This design comes from an exercise in tuning for small area, a short achievable clock period and few clock cycles per item on the open sky130 flow, not from production work.
At most, simulation tests tie the RTL to the original design; equivalence was not proved.
No activity file was given, so power comes from the tool's default toggle rates.

## boholt_dec
module boholt_dec (
    input  wire        clk,
    input  wire        rst,
    input  wire        in_valid,
    input  wire [31:0] in_data,
    input  wire        in_last,
    output reg         in_ready,
    output reg         out_valid,
    output reg  [15:0] out_item,
    output reg         done,
    output wire [2:0]  res_fault,
    output wire [12:0] res_fault_pos,
    output wire        res_crc_bad,
    output wire [12:0] res_count,
    output wire        hist_we,
    output wire [11:0] hist_waddr,
    output wire [15:0] hist_wdata,
    output reg         hist_re,
    output reg  [11:0] hist_raddr,
    input  wire [15:0] hist_rdata
);
    localparam [15:0] SYNC = 16'hB0B7;
    localparam [31:0] CRC_RESIDUE = 32'hDEBB20E3;
    localparam [2:0] F_NONE     = 3'd0,
                     F_ILLEGAL  = 3'd1,
                     F_DISTANCE = 3'd2,
                     F_OVERRUN  = 3'd3,
                     F_TRUNC    = 3'd4,
                     F_HEADER   = 3'd5;
    localparam [1:0] S_HDR   = 2'd0,    
                     S_CHK   = 2'd1,    
                     S_BODY  = 2'd2,    
                     S_DRAIN = 2'd3;    
    localparam [2:0] T_LIT   = 3'd0,
                     T_SRUN  = 3'd1,
                     T_LRUN  = 3'd2,
                     T_MATCH = 3'd3,
                     T_EOB   = 3'd4,
                     T_ILL   = 3'd5,
                     T_STO   = 3'd6,    
                     T_LIM   = 3'd7;    
    function [15:0] crc16_16(input [15:0] c, input [15:0] d);
        integer i;
        reg [15:0] x;
        begin
            x = c ^ {d[7:0], 8'h00};
            for (i = 0; i < 8; i = i + 1)
                x = x[15] ? ((x << 1) ^ 16'h1021) : (x << 1);
            x = x ^ {d[15:8], 8'h00};
            for (i = 0; i < 8; i = i + 1)
                x = x[15] ? ((x << 1) ^ 16'h1021) : (x << 1);
            crc16_16 = x;
        end
  ...
For scale: about 2300 cells after synthesis, about 290 flip-flops, ~140 I/O pins.
==> flow/config.mk <==
export PLATFORM = sky130hd
export DESIGN_NAME = boholt_dec
export DESIGN_NICKNAME = boholt_dec
export VERILOG_FILES = /design/flow/design.v
export SDC_FILE = /design/flow/constraint.sdc
export NUM_CORES = 4
export LEC_CHECK = 0
export CAP_MARGIN = 20
export CORE_MARGIN = 2
export CORE_UTILIZATION = 60
export CTS_BUF_LIST = sky130_fd_sc_hd__clkbuf_4 sky130_fd_sc_hd__clkbuf_8
export PLACE_DENSITY = 0.75
export SETUP_SLACK_MARGIN = 5
export SLEW_MARGIN = 20
==> flow/constraint.sdc <==
create_clock -name core_clock -period 12.0 [get_ports {clk}]
set_input_delay 2.4000 -clock core_clock [delete_from_list [all_inputs] [get_ports {clk}]]
set_output_delay 2.4000 -clock core_clock [all_outputs]
set_load 0.01 [all_outputs]
standard.sh (not shown) runs the stock make flow with config.mk's settings and CLKGATE_MAP_FILE= SYNTH_SCRIPT=/design/flow/synth_recipe.tcl, a recipe that flattens the netlist after the stock synthesis.
==> flow/flow/run.sh <==
#!/bin/bash
# The standard layout (standard.sh, with its synthesis unchanged), with
#  - each port buffered, as the standard flow does, with the smallest buffer
#    cell (timing repair resizes it where needed).
# Every tool's output goes to standard.log in this folder.
set -euo pipefail
MARGIN=8.0
sed "s/SETUP_SLACK_MARGIN=[0-9.]*/SETUP_SLACK_MARGIN=$MARGIN/" standard.sh > standard_margin.sh
export BUFFER_PORTS_ARGS="-buffer_cell sky130_fd_sc_hd__buf_1"
bash standard_margin.sh > standard.log 2>&1
The first run passed the timing, design-rule and antenna checks.
Then changed:
--- a/flow/design.v
+++ b/flow/design.v
@@ -89,25 +89,25 @@
     reg         tok_v;
     reg  [2:0]  tok_c;
     reg  [25:0] tok_w;           
     reg  [11:0] cp_n;            
     reg         e_idle;          
     reg         e_le1;           
     reg         cp_ram;          
     reg         cp_p2;           
     reg         pre_q;           
     reg         rd_done;         
-    reg  [12:0] fpos;            
+    reg         flt;             
     reg  [15:0] prev2;
     reg  [11:0] wcnt;            
     assign res_fault     = fault;
-    assign res_fault_pos = fpos;
+    assign res_fault_pos = flt ? n_p : 13'd0;
     assign res_crc_bad   = crc_bad;
     assign res_count     = n_p;
     wire blk_end;                
     wire hdr_fail;               
     wire        at_max  = (room == 13'd0);
     wire [11:0] d_m1    = tok_w[15:4];                 
     reg  [11:0] len_m1;                                
     always @(*) begin
         case (tok_c)
             T_SRUN:  len_m1 = {8'd0, tok_w[5:2]};
@@ -191,23 +191,23 @@
             wcnt     <= wcnt + 12'd1;
         end
         hist_re    <= rd_first || rd_second || rd_third || rd_more;
         hist_raddr <= rd_first ? n_p[11:0] + ~d_m1 : hist_raddr + 12'd1;
         pre_q      <= rd_first;
         rd_done    <= pre_q;
         if (!e_idle) begin
             cp_n   <= cp_n - 12'd1;
             e_idle <= e_le1;
             e_le1  <= (cp_n[11:2] == 10'd0) && !(cp_n[1] && cp_n[0]);
-        end else if (pop && t_cp) begin
+        end else if (go_cp) begin
             cp_n   <= len_m1;
-            e_idle <= !k_push || (len_m1 == 12'd0);
+            e_idle <= (len_m1 == 12'd0);
             e_le1  <= (len_m1[11:1] == 11'd0);
             cp_ram <= t_ram;
             cp_p2  <= t_p2;
         end
         if (blk_end || hdr_fail)
             end_req <= 1'b1;
         if (rst) begin
             cp_n      <= 12'd0;
             e_idle    <= 1'b1;
             e_le1     <= 1'b1;
@@ -336,34 +336,34 @@
                     hidx  <= hw[1:0];
                     hhalf <= (hw == 3'd0);
                     hw    <= hw + 3'd1;
                 end
             end
             S_CHK: begin
                 if (chk_go) begin
                     hw <= 3'd0;
                     if (hdr_bad) begin
                         fault       <= F_HEADER;
-                        fpos        <= 13'd0;
+                        flt         <= 1'b1;
                         n_p         <= 13'd0;
                         crc_bad     <= 1'b0;
                         st          <= l1 ? S_HDR : S_DRAIN;
                     end else begin
                         st      <= S_BODY;
                         cut     <= h_cut;
                         stored  <= h_stored;
                         wl      <= h_cut ? wl - 12'd1 : wl;
                         wl_nz   <= !(h_cut && f_pz);
                         if (h_cut && !h_stored && room == 13'd0) room <= 13'd4096;
                         n_p     <= 13'd0;
                         fault   <= F_NONE;
-                        fpos    <= 13'd0;
+                        flt     <= 1'b0;
                         crc_bad <= 1'b0;
                         crc     <= 32'hFFFFFFFF;
                         tdone   <= 1'b0;
                         pdone   <= 1'b0;
                         tok_v   <= 1'b0;
                         pay_end <= f_pz;
                         v0      <= 1'b0;
                         o       <= 5'd0;
                         lp0     <= 1'b0;
                         lp1     <= 1'b0;
@@ -375,25 +375,26 @@
             end
             default: begin  
                 if (ph != 2'd0)
                     crc <= crc32_16(crc, ph[1] ? s0[31:16] : s0[15:0]);
                 ph <= (ph == 2'd1) ? 2'd2 : 2'd0;
                 if (pop) begin
                     tok_v <= 1'b0;
                     if (k_end) begin
                         pdone <= 1'b1;
                         fault <= k_fault;
-                        if (k_fault != F_NONE) fpos <= n_p;
+                        flt   <= (k_fault != F_NONE);
                     end
-                    room <= t_cp ? room + {1'b1, ~len_m1} : room - 13'd1;
-                    if (k_push)
+                    if (k_push) begin
                         n_p  <= t_cp ? n_p + {1'b0, len_m1} + 13'd1 : n_p + 13'd1;
+                        room <= t_cp ? room + {1'b1, ~len_m1} : room - 13'd1;
+                    end
                 end
                 if (ten) begin
                     tok_v <= 1'b1;
                     tok_c <= t_cls;
                     tok_w <= win;
                     o     <= o_next;
                     if (t_last) tdone <= 1'b1;
                     if (retire_c) begin
                         v0 <= 1'b0;
                         if (lp0) pay_end <= 1'b1;
The new run passed the timing, design-rule and antenna checks.
Core utilization went down by 0.46 points.
Cell area goes down by 3.3%.
Total power drops by 34%.
Cell count drops by about 1%.
Routed wire length came out lower by 9.6%.
Via count falls by about 3.3%.
Flip-flop and latch count fell by 12.
Clock skew falls by 5.4 ps.
Setup slack gets better by 85 ps.
Combinational power goes down by about 45%.
Testbench counts after the change, summed over its fixed seeds: cycles 183,811, items 178,205.
Function not checked in the first run of this note: the RTL went through the layout flow alone.

==> afterwards: timing with drivers on the ports <==
Ports are ideal in the flow. The routed layouts listed here were re-timed in OpenROAD. Step 1 assumes that a clkbuf_16 drives the clock port and a buf_2 every other input. Step 2 also shifts input and output timing later by t, the mid clock arrival at the registers, as if the neighbouring blocks saw the same clock. Slacks: ideal / step 1 / step 2; pairs: ideal / step 1.
run | shift t [ns] | slack for setup (ns) | hold WS [ns] | slew at the worst register clock pin (ns) | worst slew at a driven data input, ns
the first run | 0.708 | 7.980 / 7.980 / 7.928 | 0.479 / 0.479 / 0.479 | 0.07 / 0.07 | 0.05
the second run | 0.683 | 8.065 / 8.018 / 8.130 | 0.479 / 0.479 / 0.479 | 0.07 / 0.07 | 0.04
After both steps setup and hold are still met in every run listed. For the first run, which loses most, drivers alone change the setup slack by 0.000 ns; drivers and shift together by -0.052 ns.
